What follows belongs to an exercise in optimizing a design on an open flow for small area, a short achievable clock period and few clock cycles per item; a production flow would make more cautious choices. In this exercise RTL edits were held to simulation tests only and were not proved equivalent to the original.

==> violet <==
## comb_stage
module comb_stage (
    input  wire        clk,
    input  wire        rst,         
    input  wire        in_valid,
    output wire        in_ready,
    input  wire [31:0] a,           
    input  wire [31:0] b,           
    input  wire [31:0] c,           
    input  wire [31:0] u,           
    input  wire        u_ok,        
    input  wire [31:0] v,           
    input  wire        v_ok,        
    output reg         out_valid,
    output reg  [31:0] x,           
    output reg         x_ok,        
    output reg         num          
);
    assign in_ready = 1'b1;
    reg        s0_valid;
    reg [31:0] s0_a, s0_b, s0_c, s0_u, s0_v;
    reg        s0_u_ok, s0_v_ok;
    always @(posedge clk) begin
        s0_valid <= in_valid & ~rst;
        s0_a     <= a;
        s0_b     <= b;
        s0_c     <= c;
        s0_u     <= u;
        s0_v     <= v;
        s0_u_ok  <= u_ok;
        s0_v_ok  <= v_ok;
    end
    wire [22:0] au_mf, bv_mf;
    wire [9:0]  au_es, bv_es;
    wire        au_hi, au_rc, au_sy, au_zero, au_nf;
    wire        bv_hi, bv_rc, bv_sy, bv_zero, bv_nf;
    fp_mul_core mul_au (.a(s0_a), .b(s0_u), .mf(au_mf), .hi(au_hi), .rc(au_rc), .esm(au_es),
                        .sy(au_sy), .zero(au_zero), .nf(au_nf));
    fp_mul_core mul_bv (.a(s0_b), .b(s0_v), .mf(bv_mf), .hi(bv_hi), .rc(bv_rc), .esm(bv_es),
                        .sy(bv_sy), .zero(bv_zero), .nf(bv_nf));
    wire ops_ok = (s0_u_ok | ~(|s0_a[30:23])) & (s0_v_ok | ~(|s0_b[30:23]));
    reg        s1_valid;
    reg [22:0] s1_au_mf, s1_bv_mf;
    reg [9:0]  s1_au_es, s1_bv_es;
    reg        s1_au_hi, s1_au_rc, s1_au_sy, s1_au_zero;
    reg        s1_bv_hi, s1_bv_rc, s1_bv_sy, s1_bv_zero;
    reg [31:0] s1_c;
    reg        s1_nf, s1_ok;
    always @(posedge clk) begin
        s1_valid   <= s0_valid & ~rst;
        s1_au_mf   <= au_mf;
        s1_au_hi   <= au_hi;
        s1_au_rc   <= au_rc;
        s1_au_es   <= au_es;
        s1_au_sy   <= au_sy;
        s1_au_zero <= au_zero;
        s1_bv_mf   <= bv_mf;
        s1_bv_hi   <= bv_hi;
        s1_bv_rc   <= bv_rc;
        s1_bv_es   <= bv_es;
        s1_bv_sy   <= bv_sy;
        s1_bv_zero <= bv_zero;
        s1_c       <= s0_c;
        s1_nf      <= au_nf | bv_nf | (&s0_c[30:23]);
  ...
==> module pfx_inc, before the edit <==
module pfx_inc #(parameter W = 8) (
    input  wire [W-1:0] a,
    input  wire         ci,
    output wire [W-1:0] s,
    output wire         co
);
    wire [W-1:0] pa;
    pfx_and #(.W(W)) t (.a(a), .pa(pa));
    assign s  = a ^ ({pa[W-2:0], 1'b1} & {W{ci}});
    assign co = ci & pa[W-1];
endmodule
==> module pfx_and, before the edit <==
module pfx_and #(parameter W = 8) (
    input  wire [W-1:0] a,
    output wire [W-1:0] pa
);
    localparam L = (W <= 2) ? 1 : (W <= 4) ? 2 : (W <= 8) ? 3 : (W <= 16) ? 4 : (W <= 32) ? 5 : 6;
    wire [W-1:0] pl [0:L];
    assign pl[0] = a;
    genvar lv, i;
    generate
        for (lv = 0; lv < L; lv = lv + 1) begin : g_lv
            for (i = 0; i < W; i = i + 1) begin : g_i
                if ((i >> lv) % 2 == 1) begin : g_node
                    assign pl[lv+1][i] = pl[lv][i] & pl[lv][((i >> lv) << lv) - 1];
                end else begin : g_pass
                    assign pl[lv+1][i] = pl[lv][i];
                end
            end
        end
    endgenerate
    assign pa = pl[L];
endmodule
Settings: LEC_CHECK=0, CAP_MARGIN=20, CORE_MARGIN=2, CORE_UTILIZATION=40, PLACE_DENSITY=0.6, SLEW_MARGIN=20, SYNTH_HIERARCHICAL=1; clock period 45.0 ns.
standard.sh (not shown) runs the stock make flow with config.mk's settings and CLKGATE_MAP_FILE= SYNTH_SCRIPT=/design/flow/synth_recipe.tcl, a recipe that flattens the netlist after the stock synthesis.
==> flow/flow/run.sh <==
#!/bin/bash
# Layout: the standard flow (standard.sh) unchanged, except that the port
# buffers the flow inserts on every input and output are sky130_fd_sc_hd__buf_2
# cells rather than the resizer's default choice. make's output goes to
# standard.log; ORFS keeps each step's own log under orfs/logs/.
set -euo pipefail
export BUFFER_PORTS_ARGS="-buffer_cell sky130_fd_sc_hd__buf_2"
bash standard.sh > standard.log 2>&1
==> inputs of tundra, as changes to violet <==
--- a/flow/design.v
+++ b/flow/design.v
@@ -977,27 +977,7 @@
 );
-    wire [W-1:0] pa;
-    pfx_and #(.W(W)) t (.a(a), .pa(pa));
-    assign s  = a ^ ({pa[W-2:0], 1'b1} & {W{ci}});
-    assign co = ci & pa[W-1];
-endmodule
-module pfx_and #(parameter W = 8) (
-    input  wire [W-1:0] a,
-    output wire [W-1:0] pa
-);
-    localparam L = (W <= 2) ? 1 : (W <= 4) ? 2 : (W <= 8) ? 3 : (W <= 16) ? 4 : (W <= 32) ? 5 : 6;
-    wire [W-1:0] pl [0:L];
-    assign pl[0] = a;
-    genvar lv, i;
-    generate
-        for (lv = 0; lv < L; lv = lv + 1) begin : g_lv
-            for (i = 0; i < W; i = i + 1) begin : g_i
-                if ((i >> lv) % 2 == 1) begin : g_node
-                    assign pl[lv+1][i] = pl[lv][i] & pl[lv][((i >> lv) << lv) - 1];
-                end else begin : g_pass
-                    assign pl[lv+1][i] = pl[lv][i];
-                end
-            end
-        end
-    endgenerate
-    assign pa = pl[L];
+    wire [W-1:0] g0 = {{(W-1){1'b0}}, ci & a[0]};
+    wire [W-1:0] gc;
+    pfx_tree #(.W(W)) t (.g(g0), .p(a), .gc(gc));
+    assign s  = a ^ {gc[W-2:0], ci};
+    assign co = gc[W-1];
 endmodule
==> flow/run.sh (new file) <==
#!/bin/bash
# synth_recipe.tcl (not shown) runs the flow's synth.tcl, then flattens the netlist and writes it again
# the make line also repeats each setting of config.mk as NAME=value (left out here)
make -C /OpenROAD-flow-scripts/flow DESIGN_CONFIG=/design/flow/config.mk WORK_HOME=/design/flow/orfs CLKGATE_MAP_FILE= SYNTH_SCRIPT=/design/flow/synth_recipe.tcl finish
removed: flow/flow/run.sh
removed: flow/standard.sh
==> qor summary <==
| metric | tundra | violet |
|---|---|---|
| Outcome | no timing/DRC/antenna violations | no timing/DRC/antenna violations |
| Fraction of area in clock buffers and inverters | 3.07% | 3.03% |
| Depth of the worst register-to-register path | 31 | 28 |
| Core outline area | 0.154 mm2 | 0.154 mm2 |
| Seq area share | 14.2% | 14.6% |
| Buffer share of cell area | 4.36% | 2.93% |
| Post-Route Skew | 0.0465 ns | 0.0287 ns |
| Arrival time reported for the critical path endpoint | 1.54 ns | 1.15 ns |
| Critical R2R Launch | s0_a[9]$_DFF_P_ | s1_bv_es[2]$_DFF_P_ |
| Worst setup startpoint | x[3]$_SDFF_PN0_ | out_valid$_DFF_P_ |
| Combined area of the multi-input logic cells | 0.0502 mm2 | 0.0494 mm2 |
| Via count of the first global-routing pass | 53,300 | 53,100 |
Testbench counts of violet, summed over its fixed seeds: cycles 16,048, items 16,000.
Testbench counts of tundra, summed over its fixed seeds: cycles 16,048, items 16,000.

==> inputs of quartz <==
Another version of the RTL of comb_stage (not shown whole).
export LEC_CHECK = 0
export CAP_MARGIN = 20
export CORE_MARGIN = 2
export CORE_UTILIZATION = 70
export PLACE_DENSITY = 0.8
export SLEW_MARGIN = 20
export SYNTH_HIERARCHICAL = 1
create_clock -name core_clock -period 45.0 [get_ports {clk}]
==> flow/flow/run.sh <==
#!/bin/bash
# Layout: the standard flow (standard.sh) unchanged, except that the port
# buffers the flow inserts on every input and output are sky130_fd_sc_hd__buf_2
# cells rather than the resizer's default choice. make's output goes to
# standard.log; ORFS keeps each step's own log under orfs/logs/.
set -euo pipefail
export BUFFER_PORTS_ARGS="-buffer_cell sky130_fd_sc_hd__buf_2"
bash standard.sh > standard.log 2>&1
==> inputs of fjord, as changes to quartz <==
==> flow/flow/run.sh (replaced) <==
#!/bin/bash
# Layout: the standard flow (standard.sh) with two changes.
#  1. The port buffers the flow inserts on every input and output are
#     sky130_fd_sc_hd__buf_2 cells rather than the resizer's default choice.
#  2. Between synthesis and floorplanning, flow/downsize.tcl swaps the
#     combinational cells of drive strength 2 or more that lie only on short
#     paths (worst setup slack at least 37 ns against the 45 ns clock) for the
#     same function at drive strength 1. Flip-flops are not touched.
# Each tool's output goes to a log of its own here; ORFS also keeps each
# step's log under orfs/logs/.
set -euo pipefail
export BUFFER_PORTS_ARGS="-buffer_cell sky130_fd_sc_hd__buf_2"
bash standard.sh synth > synth.log 2>&1
R="orfs/results/${FLOW_PLATFORM}/comb_stage/base"
DOWNSIZE_LIB="${FLOW_HOME}/platforms/${FLOW_PLATFORM}/lib/sky130_fd_sc_hd__tt_025C_1v80.lib" \
DOWNSIZE_ODB="$R/1_synth.odb" DOWNSIZE_SDC="$R/1_synth.sdc" DOWNSIZE_MIN_SLACK=37.0 \
  openroad -exit flow/downsize.tcl > downsize.log 2>&1
bash standard.sh > standard.log 2>&1
==> flow/flow/downsize.tcl (new file) <==
# Swap combinational cells of drive strength 2 or more (buffers, inverters and
# flip-flops excepted) for the same function at drive strength 1 when every
# path through the cell is short: its worst setup slack is at least
# DOWNSIZE_MIN_SLACK ns. Runs on the synthesized design before floorplanning.
set odb $::env(DOWNSIZE_ODB)
read_liberty $::env(DOWNSIZE_LIB)
read_db $odb
read_sdc $::env(DOWNSIZE_SDC)
set_load 0.004 [get_nets *]
set min_slack $::env(DOWNSIZE_MIN_SLACK)
set db [ord::get_db]
set cand {}
foreach inst [[ord::get_db_block] getInsts] {
  set m [$inst getMaster]
  set name [$m getName]
  if {![regexp {^(sky130_fd_sc_hd__(\w+?))_(\d+)$} $name -> base func drive]} { continue }
  if {$drive < 2} { continue }
  if {[regexp {^(buf|clkbuf|dly|clkdly|dfxtp|dfrtp|dfstp|dfxbp|edfxtp|sdf|dlx|conb|tap|fill|decap|diode|inv|clkinv)} $func]} { continue }
  set nm [$db findMaster ${base}_1]
  if {$nm == "NULL" || $nm == ""} { continue }
  set worst 1e9
  foreach it [$inst getITerms] {
    if {![$it isOutputSignal]} { continue }
    set pin [get_pins [$inst getName]/[[$it getMTerm] getName]]
    set s [get_property $pin slack_max]
    if {$s < $worst} { set worst $s }
  }
  if {$worst >= $min_slack} { lappend cand [list $inst $nm] }
}
set n 0
foreach c $cand {
  [lindex $c 0] swapMaster [lindex $c 1]
  incr n
}
puts "downsized $n cells"
write_db $odb
- CTS_CLUSTER_DIAMETER: default -> 120
- CTS_CLUSTER_SIZE: default -> 25
==> inputs of delta, as changes to quartz <==
- CTS_CLUSTER_DIAMETER: default -> 120
- CTS_CLUSTER_SIZE: default -> 25
==> summary.txt <==
Run status: delta no timing/DRC/antenna violations; fjord no timing/DRC/antenna violations; quartz no timing/DRC/antenna violations
Slew HR: delta 0.194; fjord 0.226; quartz 0.207
Last weighted congestion value of the routability-driven placer: delta 0.988; fjord 0.986; quartz 0.988
Met1 Track Usage GR: delta 0.475; fjord 0.510; quartz 0.478
Number of nets in the layout: delta 7,251; fjord 7,256; quartz 7,273
Number of antenna violations at the first check in global routing: delta 0; fjord 2; quartz 0
Summed area of non-filler cells in the final layout: delta 62,000 um^2; fjord 61,200 um^2; quartz 62,900 um^2
DR pass1 iterations: delta 7; fjord 9; quartz 6
Number of global-route vias before repair: delta 50,400; fjord 49,500; quartz 50,900
Relative area change from synthesis to final layout: delta 4.70%; fjord 4.68%; quartz 6.21%
Proportion of cell area occupied by registers: delta 0.158; fjord 0.160; quartz 0.155
DRT met1 WL: delta 65,300 um; fjord 66,400 um; quartz 64,700 um
Drt via density: delta 6.82; fjord 6.82; quartz 6.84
Testbench counts of quartz, summed over its fixed seeds: cycles 16,048, items 16,000.
Testbench counts of fjord, summed over its fixed seeds: cycles 16,048, items 16,000.
Testbench counts of delta, summed over its fixed seeds: cycles 16,048, items 16,000.

[re-timing with driven ports]
In the flow no input, the clock included, has a driving cell. The finished layouts below were timed again as built, in two steps. Step 1 assumes that a clkbuf_16 drives the clock port and a buf_2 every other input. Step 2 moves the port delays by t, midway between the first and last clock arrival at a register: inputs arrive t later, outputs are due t later. That takes back most of the time a late clock gives input paths. Slacks: ideal / step 1 / step 2; pairs: ideal / step 1.
run	t, ns	setup WS [ns]	cell pins on the clock port's net
violet	0.778	34.853 / 34.776 / 35.553	1
tundra	0.778	34.457 / 34.373 / 35.151	1
quartz	0.739	34.884 / 34.811 / 35.550	1
fjord	0.744	34.882 / 34.806 / 35.551	1
delta	0.730	34.885 / 34.815 / 35.545	1
After both steps setup and hold are still met in every run listed.
